What follows belongs to an exercise in optimizing a design on an open flow for small area; a production flow would make more cautious choices. Where RTL was checked, it was by simulation tests only, not by an equivalence proof against the original. No activity file was given, so power comes from the tool's default toggle rates.

==> exp/cedar: inputs <==
Design dc_accel, start of the top module:
module dc_accel (
    input  wire         clk,
    input  wire         rst,
    input  wire [2:0]   mod_bit,
    input  wire [2:0]   demod_neg,
    input  wire [2:0]   restart_req,
    input  wire [2:0]   ts_slow,
    output wire [2:0]   sw_valid,
    output wire [35:0]  coarse,
    output wire [2:0]   coarse_sat,
    output wire [2:0]   coarse_first,
    output wire [104:0] hb,
    output wire [2:0]   ts_valid,
    output wire [47:0]  ts_sample,
    output wire [2:0]   ts_sat,
    output wire [2:0]   ts_first
);
    reg [16:0] tstamp;      
    always @(posedge clk) begin
        if (rst)
            tstamp <= 17'd0;
        else
            tstamp <= (tstamp == 17'd122879) ? 17'd0 : tstamp + 17'd1;
    end
    wire [5:0] r = tstamp[5:0];
    localparam [63:0] H0_0 = 64'h8888888888888888;
    localparam [63:0] H0_1 = 64'h2828282828282828;
    localparam [63:0] H0_2 = 64'h52f852f852f852f8;
    localparam [63:0] H0_3 = 64'h25728fd825728fd8;
    localparam [63:0] H0_4 = 64'h17656212bdcfc8b8;
    localparam [63:0] H0_5 = 64'h0d976f855ae218d2;
    localparam [63:0] H0_6 = 64'h0358cef7713ade85;
    localparam [63:0] H0_7 = 64'h00ca8e58df4731f7;
  ...
make LEC_CHECK=0 ABC_AREA=1 CAP_MARGIN=20 CORE_MARGIN=2 CORE_UTILIZATION=85 CTS_CLUSTER_DIAMETER=100 CTS_CLUSTER_SIZE=28 PLACE_DENSITY=0.9 SLEW_MARGIN=20 finish   # period 40.0 ns
run.sh (not shown) runs the stock make flow with config.mk's settings and CLKGATE_MAP_FILE= SYNTH_SCRIPT=/design/flow/synth_recipe.tcl, a recipe that flattens the netlist after the stock synthesis.
==> exp/violet: changes against exp/cedar <==
--- a/flow/design.v
+++ b/flow/design.v
@@ -7,13 +7,12 @@
     input  wire        restart_req,
     input  wire        ts_slow,
     input  wire [15:0] h0,
     input  wire [17:0] h1,
     input  wire [17:0] h2,
     input  wire [15:0] h3,
-    input  wire        ev_l,          
     output wire        sw_valid,
     output wire [11:0] coarse,
     output wire        coarse_sat,
     output wire        coarse_first,
     output wire [34:0] hb,
     output wire        ts_valid,
@@ -26,21 +25,22 @@
     wire       swap_inst = r0 && !tstamp[6];
     reg        pend, m_slow, tsarm, tsdone, fresh;
     reg  [3:0] k;             
     wire do_restart = pend && swap_inst;
     wire ts_inst = r0 && ((tstamp[16:6] == 11'd0) ||
                           (!m_slow && tstamp[16:6] == 11'd960));
-    reg clrE_l, clrO_l, swp_l, swf_l, tsi_l, tsp_l, tsf_l, fresh_l, s_l;
+    reg ev_l, clrE_l, clrO_l, swp_l, swf_l, tsi_l, tsp_l, tsf_l, fresh_l, s_l;
     always @(posedge clk) begin
         if (rst) begin
             pend <= 1'b0; m_slow <= ts_slow; tsarm <= 1'b0; tsdone <= 1'b0;
             fresh <= 1'b1; k <= 4'd0;
             swp_l <= 1'b0; tsp_l <= 1'b0;
         end else begin
             pend <= restart_req | (pend & ~do_restart);
             if (r0) begin
+                ev_l    <= !tstamp[6];
                 clrE_l  <= !tstamp[6] && (do_restart || k == 4'd0);
                 clrO_l  <= tstamp[6] && (k == 4'd1);
                 swp_l   <= !tstamp[6] && (k >= 4'd8);
                 swf_l   <= (k == 4'd8);
                 tsi_l   <= ts_inst;
                 tsp_l   <= ts_inst && tsarm;
@@ -63,16 +63,15 @@
     end
     wire b = mod_bit ^ demod_neg;
     reg [24:0] A;
     reg [23:0] B;
     reg [22:0] C;
     reg [19:0] D;
-    wire        cic_clr = do_restart || (k == 4'd0);
-    wire [24:0] a_base = r0 ? (cic_clr ? 25'd0 : {1'b0, B}) : A;
-    wire [23:0] b_base = r0 ? (cic_clr ? 24'd0 : {1'b0, C}) : B;
-    wire [22:0] c_base = r0 ? (cic_clr ? 23'd0 : {3'b0, D}) : C;
+    wire [24:0] a_base = r0 ? (do_restart ? 25'd0 : {1'b0, B}) : A;
+    wire [23:0] b_base = r0 ? (do_restart ? 24'd0 : {1'b0, C}) : B;
+    wire [22:0] c_base = r0 ? (do_restart ? 23'd0 : {3'b0, D}) : C;
     wire [19:0] d_base = r0 ? 20'd0 : D;
     function [24:0] radd;
         input [24:0] x;
         input [24:0] y;
         integer i;
         reg c;
@@ -86,16 +85,20 @@
     endfunction
     wire [24:0] a_sum = radd(a_base, {9'd0, h0 & {16{b}}});
     wire [24:0] b_sum = radd({1'b0, b_base}, {7'd0, h1 & {18{b}}});
     wire [24:0] c_sum = radd({2'b0, c_base}, {7'd0, h2 & {18{b}}});
     wire [24:0] d_sum = radd({5'b0, d_base}, {9'd0, h3 & {16{b}}});
     always @(posedge clk) begin
-        A <= a_sum;
-        B <= b_sum[23:0];
-        C <= c_sum[22:0];
-        D <= d_sum[19:0];
+        if (rst) begin
+            A <= 25'd0; B <= 24'd0; C <= 23'd0; D <= 20'd0;
+        end else begin
+            A <= a_sum;
+            B <= b_sum[23:0];
+            C <= c_sum[22:0];
+            D <= d_sum[19:0];
+        end
     end
     wire        accept = (k >= 4'd5);
     wire [24:0] u = accept ? {A[24] | A[23], ~A[23], A[22:0]} : 25'h1000000;
     reg [63:0] R1, R2, R3, RH, RT;
     wire g25 = (r >= 6'd1) && (r <= 6'd25);
     wire zs  = ((r <= 6'd14) ? R2[50] : R3[36]) & g25;
@@ -330,15 +333,12 @@
     localparam [63:0] H3_14 = 64'h0fff000000000000;
     localparam [63:0] H3_15 = 64'hf000000000000000;
     wire [15:0] h0 = {H0_15[r], H0_14[r], H0_13[r], H0_12[r], H0_11[r], H0_10[r], H0_9[r], H0_8[r], H0_7[r], H0_6[r], H0_5[r], H0_4[r], H0_3[r], H0_2[r], H0_1[r], H0_0[r]};
     wire [17:0] h1 = {H1_17[r], H1_16[r], H1_15[r], H1_14[r], H1_13[r], H1_12[r], H1_11[r], H1_10[r], H1_9[r], H1_8[r], H1_7[r], H1_6[r], H1_5[r], H1_4[r], H1_3[r], H1_2[r], H1_1[r], H1_0[r]};
     wire [17:0] h2 = {H2_17[r], H2_16[r], H2_15[r], H2_14[r], H2_13[r], H2_12[r], H2_11[r], H2_10[r], H2_9[r], H2_8[r], H2_7[r], H2_6[r], H2_5[r], H2_4[r], H2_3[r], H2_2[r], H2_1[r], H2_0[r]};
     wire [15:0] h3 = {H3_15[r], H3_14[r], H3_13[r], H3_12[r], H3_11[r], H3_10[r], H3_9[r], H3_8[r], H3_7[r], H3_6[r], H3_5[r], H3_4[r], H3_3[r], H3_2[r], H3_1[r], H3_0[r]};
-    reg ev_l;
-    always @(posedge clk)
-        if (tstamp[5:0] == 6'd0) ev_l <= !tstamp[6];
     genvar g;
     generate
         for (g = 0; g < 3; g = g + 1) begin : lane
             dc_lane u_lane (
                 .clk          (clk),
                 .rst          (rst),
@@ -348,13 +348,12 @@
                 .restart_req  (restart_req[g]),
                 .ts_slow      (ts_slow[g]),
                 .h0           (h0),
                 .h1           (h1),
                 .h2           (h2),
                 .h3           (h3),
-                .ev_l         (ev_l),
                 .sw_valid     (sw_valid[g]),
                 .coarse       (coarse[12*g +: 12]),
                 .coarse_sat   (coarse_sat[g]),
                 .coarse_first (coarse_first[g]),
                 .hb           (hb[35*g +: 35]),
                 .ts_valid     (ts_valid[g]),
==> flow/config.mk (replaced) <==
export PLATFORM = sky130hd
export DESIGN_NAME = dc_accel
export DESIGN_NICKNAME = dc_accel
export VERILOG_FILES = /design/flow/design.v
export SDC_FILE = /design/flow/constraint.sdc
export NUM_CORES = 4
export LEC_CHECK = 0
export ABC_AREA = 1
export CAP_MARGIN = 20
export CORE_MARGIN = 2
export CORE_UTILIZATION = 70
export CTS_CLUSTER_DIAMETER = 100
export CTS_CLUSTER_SIZE = 30
export SLEW_MARGIN = 20
==> exp/fjord: changes against exp/cedar <==
--- a/flow/config.mk
+++ b/flow/config.mk
@@ -5,11 +5,10 @@
 export SDC_FILE = /design/flow/constraint.sdc
 export NUM_CORES = 4
 export LEC_CHECK = 0
 export ABC_AREA = 1
 export CAP_MARGIN = 20
 export CORE_MARGIN = 2
-export CORE_UTILIZATION = 85
+export CORE_UTILIZATION = 70
 export CTS_CLUSTER_DIAMETER = 100
 export CTS_CLUSTER_SIZE = 28
-export PLACE_DENSITY = 0.9
 export SLEW_MARGIN = 20
==> notes <==
exp/violet went through all stages and came out clean. exp/cedar aborted during global routing, error GRT-0232. exp/fjord completed without violations. In exp/violet the worst setup slack is lower than in exp/fjord, by 0.31 ns. In exp/fjord the sequential power is higher than in exp/violet, by about 3%. Area after synthesis is the same in exp/fjord and exp/cedar. Against exp/violet, the design area of exp/fjord is lower by about 1.2%. Combinational power: exp/fjord is higher than exp/violet (about 3.8%). Fmax: exp/violet is lower than exp/fjord (about 2%). Hold slack: exp/violet is higher than exp/fjord (0.010 ns). In exp/cedar the synthesized cell count is smaller than in exp/violet, by 4.0%.
For exp/violet, only the layout was checked, not whether the RTL still works.

==> afterwards: timing with drivers on the ports <==
The flow's constraints put no driver on any port. The routed layouts listed below were extracted and timed again, unchanged, in two steps.
Step 1 assumes that a clkbuf_16 drives the clock port and a buf_2 every other input.
Step 2 moves the port delays by t, midway between the first and last clock arrival at a register: inputs arrive t later, outputs are due t later. That takes back most of the time a late clock gives input paths.
Slacks: ideal / step 1 / step 2; pairs: ideal / step 1.
| run | shift t [ns] | slack for setup (ns) | worst setup path after step 2 |
|---|---|---|---|
| exp/violet | 0.754 | 24.370 / 24.420 / 23.666 | input to register |
| exp/fjord | 0.756 | 24.676 / 24.728 / 23.972 | input to register |
After both steps every run listed still meets setup and hold.
